Background: an optimization exercise with open tools, aiming at small area, a short achievable clock period and few clock cycles. Do not read the settings as production practice.
No functional check of the RTL was part of this run.
No activity file was given, so power comes from the tool's default toggle rates.

File: flow/run.sh
#!/bin/bash
# synth_recipe.tcl (not shown) runs the flow's synth.tcl, then flattens the netlist and writes it again
# the make line also repeats each setting of config.mk as NAME=value (left out here)
make -C /OpenROAD-flow-scripts/flow DESIGN_CONFIG=/design/flow/config.mk WORK_HOME=/design/flow/orfs CLKGATE_MAP_FILE= SYNTH_SCRIPT=/design/flow/synth_recipe.tcl finish
File: flow/design.v
module rle_bool (
    input  wire         clk,
    input  wire         rst,         
    input  wire         hw_valid,
    input  wire [8:0]   hw_idx,
    input  wire         hw_val,
    output wire         idle,
    input  wire         lit_valid,
    input  wire [127:0] lit_data,
    output wire         lit_ready,
    output reg          rec_valid,
    output wire [3:0]   rec_kind,    
    output reg  [8:0]   rec_idx,
    output reg          rec_val,
    output reg          seg_done,
    output reg  [2:0]   seg_task
);
    localparam [3:0] OP_AND = 4'h1, OP_OR = 4'h2, OP_EDGE = 4'h3,
                     OP_ASSIGN = 4'h5, OP_LATCH = 4'h6,
                     OP_MARK = 4'hC, OP_ARG = 4'hD, OP_END = 4'hE;
    localparam integer QN = 8;       
    reg [511:0] img;         
    reg [127:0] edg;         
    reg         busy;        
    reg         rec_k;       
    assign idle     = !busy;
    assign rec_kind = {1'b0, rec_k, rec_k, 1'b1};
    reg [QN-1:0] q_k;
    reg [QN-1:0] q_nul;
    reg [QN-1:0] q_val;
    reg [8:0]    q_idx [0:QN-1];
    reg [3:0]    q_cnt;
    reg         a_v;
    reg [3:0]   a_op  [0:3];
    reg [3:0]   a_neg;
    reg [2:0]   a_md  [0:3];     
    reg [8:0]   a_idx [0:3];
    reg         b_v;
    reg [3:0]   b_op  [0:3];
    reg [3:0]   b_neg;
    reg [2:0]   b_md  [0:3];
    reg [8:0]   b_idx [0:3];
    reg [3:0]   b_pv;            
    reg [1:0]   b_pe;            
    reg [3:0]   b_mi  [0:3];     
    reg [3:0]   b_mh;            
    reg [3:0]   b_ml  [0:3];     
    reg [2:0]   b_kmax;
    reg [3:0]   l_we;
    reg [3:0]   l_val;
    reg         in_eq;
    reg         h_latch;
    reg [1:0]   h_mod;
    reg         h_neg;
    reg [8:0]   h_idx;
    reg         h_q;         
    reg         part2;
    reg         p1_val;
    reg         sum;
    reg         term;
    reg         has_term;
    reg [6:0]   e_idx;       
    reg [2:0]   e_md;
    reg         e_neg;
    reg         e_mem;
    reg         end_pend;    
    function is_commit(input [3:0] op);
        is_commit = (op == OP_ASSIGN) || (op == OP_LATCH) || (op == OP_END) || (op == OP_ARG);
    endfunction
    reg [2:0] a_kmax;
    integer ki;
    always @(*) begin
        a_kmax = 3'd0;
        for (ki = 0; ki < 4; ki = ki + 1)
            if (is_commit(a_op[ki]))
                a_kmax = a_kmax + 3'd1;
    end
    wire [4:0] k_pend = {1'b0, q_cnt} + (a_v ? {2'b00, a_kmax} : 5'd0)
                      + (b_v ? {2'b00, b_kmax} : 5'd0) - {4'd0, q_cnt != 4'd0};
    assign lit_ready = k_pend <= QN - 4;
    wire take = lit_valid && lit_ready;
    reg [3:0] a_pv;
    reg [3:0] cmp_b [0:3];       
    reg [3:0] cmp_h;             
    reg [3:0] n_mi [0:3];
    reg [3:0] n_mh;
    reg [3:0] n_ml [0:3];
    reg       b_live, b_head_any;
    reg [1:0] b_head_last;
    integer   aj, ak;
    always @(*) begin
        for (aj = 0; aj < 4; aj = aj + 1) begin
            a_pv[aj] = img[a_idx[aj]];
            if (rec_valid && !rec_k && rec_idx == a_idx[aj])
                a_pv[aj] = rec_val;
            for (ak = 0; ak < QN; ak = ak + 1)
                if (ak < q_cnt && !q_k[ak] && !q_nul[ak] && q_idx[ak] == a_idx[aj])
                    a_pv[aj] = q_val[ak];
            for (ak = 0; ak < 4; ak = ak + 1) begin
                cmp_b[aj][ak] = (a_idx[aj] == b_idx[ak]);
                n_mi[ak][aj]  = (ak < aj) && (a_idx[ak] == a_idx[aj]);
            end
            cmp_h[aj] = (a_idx[aj] == h_idx);
        end
        b_live = b_v;
        b_head_any = 1'b0;
        b_head_last = 2'd0;
        for (ak = 0; ak < 4; ak = ak + 1) begin
            for (aj = 0; aj < 4; aj = aj + 1)
                n_ml[aj][ak] = b_head_any ? cmp_b[aj][b_head_last] : cmp_h[aj];
            if (b_live && (b_op[ak] == OP_ASSIGN || b_op[ak] == OP_LATCH)) begin
                b_head_any  = 1'b1;
                b_head_last = ak[1:0];
            end
            if (b_op[ak] == OP_END)
                b_live = 1'b0;
        end
        for (aj = 0; aj < 4; aj = aj + 1)
            n_mh[aj] = b_head_any ? cmp_b[aj][b_head_last] : cmp_h[aj];
    end
    wire [6:0] a_eA = (a_op[0] == OP_EDGE) ? a_idx[0][6:0] : a_idx[1][6:0];
    wire [6:0] a_eB = (a_op[2] == OP_EDGE) ? a_idx[2][6:0] : a_idx[3][6:0];
    reg        n_in_eq, n_h_latch, n_h_neg, n_h_q, n_part2, n_p1, n_sum, n_term, n_has;
    reg [1:0]  n_h_mod;
    reg [8:0]  n_h_idx;
    reg [6:0]  n_e_idx;
    reg [2:0]  n_e_md;
    reg        n_e_neg, n_e_mem;
    reg        end_now;
    reg [2:0]  end_task;
    reg [3:0]  p_cap, p_k, p_nul, p_val, p_wb;
    reg [8:0]  p_idx [0:3];
    reg [3:0]  p_m   [0:3];      
    reg        alive, v, fac, nt, src, sv, rv, cwe, cval, pval, mem, isfac;
    reg        tcar;             
    reg [1:0]  tslot;            
    reg [3:0]  op;
    integer    j, i;
    always @(*) begin
        n_in_eq = in_eq; n_h_latch = h_latch; n_h_mod = h_mod; n_h_neg = h_neg;
        n_h_idx = h_idx; n_h_q = h_q; n_part2 = part2; n_p1 = p1_val;
        n_sum = sum; n_term = term; n_has = has_term;
        n_e_idx = e_idx; n_e_md = e_md; n_e_neg = e_neg; n_e_mem = e_mem;
        end_now = 1'b0; end_task = b_idx[0][2:0];
        p_cap = 4'd0; p_k = 4'd0; p_nul = 4'd0; p_val = 4'd0; p_wb = 4'd0;
        for (j = 0; j < 4; j = j + 1) begin
            p_idx[j] = 9'd0;
            p_m[j]   = 4'd0;
        end
        tcar  = 1'b1;
        tslot = 2'd0;
        alive = b_v;
        for (j = 0; j < 4; j = j + 1) begin
            op = b_op[j];
            v = b_pv[j];
            for (i = 0; i < 4; i = i + 1)
                if (b_ml[j][i] && l_we[i])
                    v = l_val[i];
            for (i = 0; i < j; i = i + 1)
                if (p_wb[i] && p_m[i][j])
                    v = p_val[i];
            mem = (j < 2) ? b_pe[0] : b_pe[1];
            isfac = 1'b0; fac = 1'b0; nt = 1'b0;
            if (alive) begin
                case (op)
                    OP_AND, OP_OR: begin
                        isfac = 1'b1;
                        fac   = v ^ b_neg[j];
                        nt    = (op == OP_OR);
                    end
                    OP_EDGE: begin
                        n_e_idx = b_idx[j][6:0];
                        n_e_md  = b_md[j];
                        n_e_neg = b_neg[j];
                        n_e_mem = mem;
                    end
                    OP_ARG: begin
                        src = v ^ b_neg[j];
                        case (n_e_md[1:0])
                            2'd0:    fac = src & ~n_e_mem;
                            2'd1:    fac = ~src & n_e_mem;
                            default: fac = src ^ n_e_mem;
                        endcase
                        fac      = fac ^ n_e_neg;
                        nt       = n_e_md[2];
                        isfac    = 1'b1;
                        p_cap[j] = 1'b1;
                        p_k[j]   = 1'b1;
                        p_idx[j] = {2'b00, n_e_idx};
                        p_val[j] = src;
                    end
                    OP_MARK: begin
                        n_p1    = n_sum | (n_has & n_term);
                        n_part2 = 1'b1;
                        n_sum   = 1'b0;
                        n_term  = 1'b0;
                        n_has   = 1'b0;
                    end
                    OP_ASSIGN, OP_LATCH, OP_END: begin
                        pval = n_sum | (n_has & n_term);
                        sv   = n_part2 ? n_p1 : pval;
                        rv   = n_part2 ? pval : 1'b0;
                        cwe  = 1'b0;
                        cval = 1'b0;
                        if (!n_h_latch) begin
                            case (n_h_mod)
                                2'd0:    begin cwe = 1'b1; cval = sv ^ n_h_neg; end
                                2'd1:    begin cwe = sv;   cval = 1'b1; end
                                default: begin cwe = sv;   cval = 1'b0; end
                            endcase
                        end else begin
                            cwe = 1'b1;
                            if (n_h_mod[0] == 1'b0)
                                cval = rv ? 1'b0 : (sv ? 1'b1 : n_h_q);
                            else
                                cval = sv ? 1'b1 : (rv ? 1'b0 : n_h_q);
                        end
                        if (n_in_eq) begin
                            p_cap[j] = 1'b1;
                            p_nul[j] = !cwe;
                            p_wb[j]  = cwe;
                            p_idx[j] = n_h_idx;
                            p_val[j] = cval;
                        end
                        for (i = 0; i < 4; i = i + 1)
                            p_m[j][i] = tcar ? b_mh[i] : b_mi[tslot][i];
                        n_part2 = 1'b0;
                        n_sum   = 1'b0;
                        n_term  = 1'b0;
                        n_has   = 1'b0;
                        if (op == OP_END) begin
                            n_in_eq  = 1'b0;
                            end_now  = 1'b1;
                            end_task = b_idx[j][2:0];
                            alive    = 1'b0;
                        end else begin
                            if (p_wb[j] && p_m[j][j])
                                v = p_val[j];
                            n_in_eq   = 1'b1;
                            n_h_latch = (op == OP_LATCH);
                            n_h_mod   = b_md[j][1:0];
                            n_h_neg   = b_neg[j];
                            n_h_idx   = b_idx[j];
                            n_h_q     = v;
                            tcar      = 1'b0;
                            tslot     = j[1:0];
                        end
                    end
                    default: ;
                endcase
                if (isfac) begin
                    if (!n_has) begin
                        n_term = fac;
                        n_has  = 1'b1;
                    end else if (nt) begin
                        n_sum  = n_sum | n_term;
                        n_term = fac;
                    end else begin
                        n_term = n_term & fac;
                    end
                end
            end
        end
    end
    reg [2:0]  pre [0:4];
    reg [4:0]  tot;
    reg        r_v, r_k, r_nul, r_val;
    reg [8:0]  r_idx;
    reg [QN-1:0] nq_k, nq_nul, nq_val;
    reg [8:0]  nq_idx [0:QN-1];
    integer    a, s;
    always @(*) begin
        pre[0] = 3'd0;
        for (s = 0; s < 4; s = s + 1)
            pre[s+1] = pre[s] + {2'b00, p_cap[s]};
        tot = {1'b0, q_cnt} + {2'b00, pre[4]};
        r_v = (tot != 5'd0);
        r_k = q_k[0]; r_nul = q_nul[0]; r_idx = q_idx[0]; r_val = q_val[0];
        if (q_cnt == 4'd0) begin
            r_k = 1'b0; r_nul = 1'b0; r_idx = 9'd0; r_val = 1'b0;
            for (s = 3; s >= 0; s = s - 1)
                if (p_cap[s] && pre[s] == 3'd0) begin
                    r_k = p_k[s]; r_nul = p_nul[s]; r_idx = p_idx[s]; r_val = p_val[s];
                end
        end
        for (a = 0; a < QN; a = a + 1) begin
            nq_k[a] = 1'b0; nq_nul[a] = 1'b0; nq_idx[a] = 9'd0; nq_val[a] = 1'b0;
            if (a + 1 < q_cnt) begin
                if (a + 1 < QN) begin
                    nq_k[a] = q_k[a+1]; nq_nul[a] = q_nul[a+1];
                    nq_idx[a] = q_idx[a+1]; nq_val[a] = q_val[a+1];
                end
            end else begin
                for (s = 0; s < 4; s = s + 1)
                    if (p_cap[s] && q_cnt + pre[s] == a + 1) begin
                        nq_k[a] = p_k[s]; nq_nul[a] = p_nul[s];
                        nq_idx[a] = p_idx[s]; nq_val[a] = p_val[s];
                    end
            end
        end
    end
    wire        wr_rec = rec_valid && !rec_k;
    wire        wr_img = wr_rec || (hw_valid && !busy);
    wire [8:0]  wr_idx = rec_valid ? rec_idx : hw_idx;
    wire        wr_val = (rec_valid ? rec_val : hw_val) && !rst;
    wire [15:0] wr_hi = ({16{wr_img}} & (16'd1 << wr_idx[8:5])) | {16{rst}};
    wire [31:0] wr_lo = (32'd1 << wr_idx[4:0]) | {32{rst}};
    wire        we_edg = rec_valid && rec_k;
    wire [3:0]  we_hi = ({4{we_edg}} & (4'd1 << wr_idx[6:5])) | {4{rst}};
    genvar gi;
    generate for (gi = 0; gi < 512; gi = gi + 1) begin : g_img
        always @(posedge clk)
            if (wr_hi[gi / 32] && wr_lo[gi % 32])
                img[gi] <= wr_val;
    end
    for (gi = 0; gi < 128; gi = gi + 1) begin : g_edg
        always @(posedge clk)
            if (we_hi[gi / 32] && wr_lo[gi % 32])
                edg[gi] <= wr_val;
    end endgenerate
    integer w;
    always @(posedge clk) begin
        for (w = 0; w < 4; w = w + 1) begin
            a_op[w]  <= lit_data[127 - 32*w -: 4];
            a_neg[w] <= lit_data[127 - 32*w - 4];
            a_md[w]  <= {lit_data[127 - 32*w - 5], lit_data[127 - 32*w - 7], lit_data[127 - 32*w - 8]};
            a_idx[w] <= lit_data[127 - 32*w - 23 -: 9];
            b_op[w]  <= a_op[w];
            b_md[w]  <= a_md[w];
            b_idx[w] <= a_idx[w];
            b_mi[w]  <= n_mi[w];
            b_ml[w]  <= n_ml[w];
        end
        b_neg  <= a_neg;
        b_pv   <= a_pv;
        b_pe   <= {edg[a_eB], edg[a_eA]};
        b_mh   <= n_mh;
        b_kmax <= a_kmax;
        l_val  <= p_val;
        q_k    <= nq_k;
        q_nul  <= nq_nul;
        q_val  <= nq_val;
        for (w = 0; w < QN; w = w + 1) q_idx[w] <= nq_idx[w];
        rec_k   <= r_k;
        rec_idx <= r_idx;
        rec_val <= r_val;
        if (end_now)
            seg_task <= end_task;
        if (rst) begin
            busy      <= 1'b0;
            a_v       <= 1'b0;
            b_v       <= 1'b0;
            l_we      <= 4'd0;
            q_cnt     <= 4'd0;
            in_eq     <= 1'b0;
            h_latch   <= 1'b0;
            h_mod     <= 2'd0;
            h_neg     <= 1'b0;
            h_idx     <= 9'd0;
            h_q       <= 1'b0;
            part2     <= 1'b0;
            p1_val    <= 1'b0;
            sum       <= 1'b0;
            term      <= 1'b0;
            has_term  <= 1'b0;
            e_idx     <= 7'd0;
            e_md      <= 3'd0;
            e_neg     <= 1'b0;
            e_mem     <= 1'b0;
            end_pend  <= 1'b0;
            rec_valid <= 1'b0;
            seg_done  <= 1'b0;
        end else begin
            a_v   <= take;
            b_v   <= a_v;
            l_we  <= p_wb;
            if (take)
                busy <= 1'b1;
            in_eq    <= n_in_eq;
            h_latch  <= n_h_latch;
            h_mod    <= n_h_mod;
            h_neg    <= n_h_neg;
            h_idx    <= n_h_idx;
            h_q      <= n_h_q;
            part2    <= n_part2;
            p1_val   <= n_p1;
            sum      <= n_sum;
            term     <= n_term;
            has_term <= n_has;
            e_idx    <= n_e_idx;
            e_md     <= n_e_md;
            e_neg    <= n_e_neg;
            e_mem    <= n_e_mem;
            q_cnt     <= tot[3:0] - {3'd0, r_v};
            rec_valid <= r_v && !r_nul;
            seg_done <= 1'b0;
            if ((end_now || end_pend) && tot <= 5'd1) begin
                seg_done <= 1'b1;
                end_pend <= 1'b0;
                busy     <= 1'b0;
            end else if (end_now) begin
                end_pend <= 1'b1;
            end
        end
    end
endmodule
File: flow/config.mk
export PLATFORM = sky130hd
export DESIGN_NAME = rle_bool
export DESIGN_NICKNAME = rle_bool
export VERILOG_FILES = /design/flow/design.v
export SDC_FILE = /design/flow/constraint.sdc
export NUM_CORES = 4
export LEC_CHECK = 0
export CAP_MARGIN = 20
export CORE_MARGIN = 2
export CORE_UTILIZATION = 30
export SLEW_MARGIN = 20
File: flow/constraint.sdc
create_clock -name core_clock -period 7.0 [get_ports {clk}]
set_input_delay 1.4000 -clock core_clock [delete_from_list [all_inputs] [get_ports {clk}]]
set_output_delay 1.4000 -clock core_clock [all_outputs]
set_load 0.01 [all_outputs]
==> flow_summary.toml <==
[global_route]
grt_start_max_net_pins = 250
overflow = 0
grtUsageTotal = 0.2193
grt_antenna_before_repair = 6
grt_pass1_vias = 49290
grt_pass1_wl_mm = 355.9

[pwr]
peakVddDrop_mv = 0.2441
power_mw = 19.78
p_per_area_nw_per_um2 = 269.5
p_leak_nw = 24.50

[timing]
finalSetupViolCount = 0
hold_slack_ps = 327.3
relSlewSlack = 0.2133
finalClockSkew_ps = 78.56
hold_viol = 0
max_clock_freq_mhz = 149.3
worst_pin_slew_ps = 1170
finalCritPeriodShare = 0.9571
slew_violations = 0
finalCriticalPeriod_ps = 6699

[detailed_routing]
drc = 0
drtPass1Iterations = 7
routedWlPerCell_um = 29.67
drtAntennaViolNets = 0
postRouteWirelength_mm = 249.2
vias_per_cell = 6.011
drtIter0Drc = 7254
vias = 50490

[clock_tree]
cts.path.max_buffers = 3
cts_made_buffers = 105
cts_tree = "done"
cts.sinks = 971
htree_levels = 3
cts-hold-fix-buffers = 0
root_buffer = "clkbuf_16"
clock_latency_ps = 820
clkSlewWorstSetupHoldPaths_ps = 70

[layout]
utilization = 0.3388
nets = 5641
design_area_um2 = 73370
drive_gt1_frac = 0.2356
syn_to_final_growth_pct = 12.65
layout.cells.non_filler = 8399

[logic_synthesis]
syn_nets = 5857
synth_cells = 5670
syn_area_um2 = 65130
synth-edff-count = 643
ys.flop_type = "edfxtp_1"
ys_seq_area_frac = 0.3973
yosys_warnings = 17
ys_types = 92
ys_ff_latch = 971
synth_area_per_cell_um2 = 11.49
async_reset_ff_frac = 0

[worst_setup_path]
cpPeakStageDelay_ps = 390
cpMostUsedCell = "buf_4"
crit_fanout = 9
path_class = "reg -> reg"
end_kind = "flip-flop"
worst_path_max_delay_cell = "dfxtp_1"
rr_worst_depth = 32
rrSetupSlack_ps = 300
r2r_start = "l_we[2]$_SDFF_PP0_"
cp.required_ps = 7610
crit_arrival_ps = 7310
rr_endpoint = "rec_valid$_SDFF_PP0_"
critPathLaunchType = "flip-flop"

[floorplanning]
ios = 163
start_util = 0.3008
die_h_um = 469.9
core-area_um2 = 216500
fp.dieW_um = 469.9
row_count = 171
die_area_um2 = 220800

[min_path]
hold_depth = 0
hold_end = "b_md[1][2]$_DFF_P_"
hold_path_class = "reg -> reg"
min_from = "a_md[1][2]$_DFF_P_"

[flow_run]
max-cap-violations = 0

[placed_design]
io_buffers = 100
postPlaceCellArea_um2 = 69720
post-dp-hpwl_mm = 161.9
dpl.cell_count = 8200
gp_congestion = 0.9589

[outcome]
outcome = "no timing/DRC/antenna violations"
[cells in the mapped netlist (all sizes together), types with 7 or more instances]
cell type  count  area [um^2]
nor2         931         3495
mux4         744        16760
edfxtp       643        19310
clkbuf       447         1683
dfxtp        328         6566
xor2         311         2724
xnor2        280         2452
nand2        261        979.7
a21oi        259         1296
buf          201        867.1
o21ai        133        665.6
mux2i        123         1231
o22ai        111        694.4
a211oi       104        780.8
nand4         87        544.3
nor4          85        531.8
nor3          72        365.3
inv           67        251.5
nand3         61        305.3
ha            36        450.4
a31oi         34        212.7
mux2          28        315.3
nor2b         28        175.2
o211ai        28        210.2
nand2b        26        162.7
and2          17        106.4
a22o          15        131.4
and3          12        75.07
o31ai         12        90.09
a21o          11        82.58
o21a          11        82.58
o221ai        10        87.58
a22oi          9        67.56
fa             9        180.2
or3            9        56.30
a2111oi        8        76.32
a221oi         8        76.32
a21boi         7        60.06
or2            7        43.79
[registers in the layout, indices dropped and copies added, names as in the netlist, 8 cells and up]
register  flops
a_idx        36
img         512
h_idx         9
b_md         12
a_op         16
b_ml         16
q_idx        72
b_op         16
q_val         8
q_k           8
q_nul         8
edg         128
b_idx        36
rec_idx       9
a_md         12
[layer usage]
layer / share of wire / GRT usage / up-vias / wire, um
met3: 0.12 / 0.05421 / 708 / 28960
met4: 0.057 / 0.1071 / 4 / 14150
met5: 0.00010 / 0 / - / 26
met1: 0.37 / 0.2843 / 25500 / 93280
met2: 0.45 / 0.3422 / 3310 / 112800
li1: - / - / 20970 / -
[per-stage QoR]
stage               setup WS, ps  setup TNS, ps
global route              -16.38         -16.38
CTS                        169.0              0
detailed placement         212.9              0
finish                     300.5              0
floorplan                  -1208        -773360
global placement           41.05              0
[where the power goes]
part	switching [mW]	total, mW	internal [mW]
logic	3.22	5.69	2.47
clock network	2.66	5.85	3.19
registers	1.08	8.24	7.16
total	6.95	19.8	12.8
[worst max-delay path: cells and delay by family, from the launching register on]
family                     cells  cell delay [ps]
buffers and inverters          6             1050
xor gates and xnor gates       4              670
adders and majority gates      2              370
AOI/OAI and AO/OA             16             3280
and+or+nand+nor                1              360
DFF                            1              390
muxes                          3              480
[cell type report]
cell class	instances	area, um^2
Sequential cell	971	25950
Fill cell	21290	143200
Antenna cell	1	2.502
Multi-Input combinational cell	3982	37100
Inverter	68	255.2
Clock inverter	76	808.3
Timing Repair Buffer	326	2924
Clock buffer	121	2748
Tap cell	2854	3571
[cell usage in the layout (no fill, tap or decap), drive strengths merged, types with 72 or more instances in the layout]
cell / instances
nor2: 931
buf: 227
edfxtp: 643
mux2i: 123
nor4: 85
o21ai: 133
dfxtp: 328
nand4: 87
nor3: 72
a211oi: 104
nand2: 261
xnor2: 280
inv: 73
clkbuf: 121
mux4: 744
o22ai: 111
a21oi: 259
xor2: 311
clkdlybuf4s50: 99
[cells by family (layout without fill, tap and decap cells)]
family	after synthesis	count (layout)	share of synthesized area
AND/OR/NAND/NOR	1631	1631	0.1097
XOR/XNOR	591	591	0.07948
other	2	3	0.0001153
multiplexers	895	895	0.2810
adder cells (fa/ha/maj)	45	45	0.009683
flip-flops	971	971	0.3973
buffers and inverters	717	591	0.04323
AO/OA/AOI/OAI	818	818	0.07944
[repair_timing]
| item | in CTS | in global routing |
|---|---|---|
| endpoints found under the hold margin | 0 | 0 |
| buffers inserted | 0 | 1 |
| resized for setup | 0 | 14 |
| setup endpoints to repair | 0 | 13 |
[how the worst max path moves through the flow]
stage	start	end	slack, ps
floorplan	rst	edg[0]$_DFFE_PP_	-1210
global placement	l_we[1]$_SDFF_PP0_	q_val[1]$_DFF_P_	40
detailed placement	l_we[2]$_SDFF_PP0_	q_val[1]$_DFF_P_	210
CTS	l_we[2]$_SDFF_PP0_	q_val[1]$_DFF_P_	170
global route	l_we[2]$_SDFF_PP0_	rec_valid$_SDFF_PP0_	-20
finish	l_we[2]$_SDFF_PP0_	rec_valid$_SDFF_PP0_	300

==> separate check: timing with driven ports <==
The results above use ideal ports. As a check the final layout listed here was re-extracted and re-timed, cells and wires unchanged.
Step 1 (the two cells are an assumption about what drives the block):
set clk [get_ports {clk}]
set_driving_cell -lib_cell sky130_fd_sc_hd__clkbuf_16 $clk
set_driving_cell -lib_cell sky130_fd_sc_hd__buf_2 [delete_from_list [all_inputs] $clk]
Step 2 adds t to the input delays and takes it off the output delays; t is the mean of the earliest and latest rising clock arrival at the registers after step 1. Input paths then give back, and output paths get back, about the clock's delay inside the block.
Three values: ideal, step 1, step 2; two values: the first two.
shift t [ns]: 0.862
setup WS [ns]: 0.301 / 0.301 / 0.301
latest minus earliest clock arrival (ns): 0.107 / 0.108
worst register clock-pin slew, ns: 0.07 / 0.07
After both steps this run still meets setup and hold. For this run, drivers alone change the setup slack by 0.000 ns; drivers and shift together by 0.000 ns.
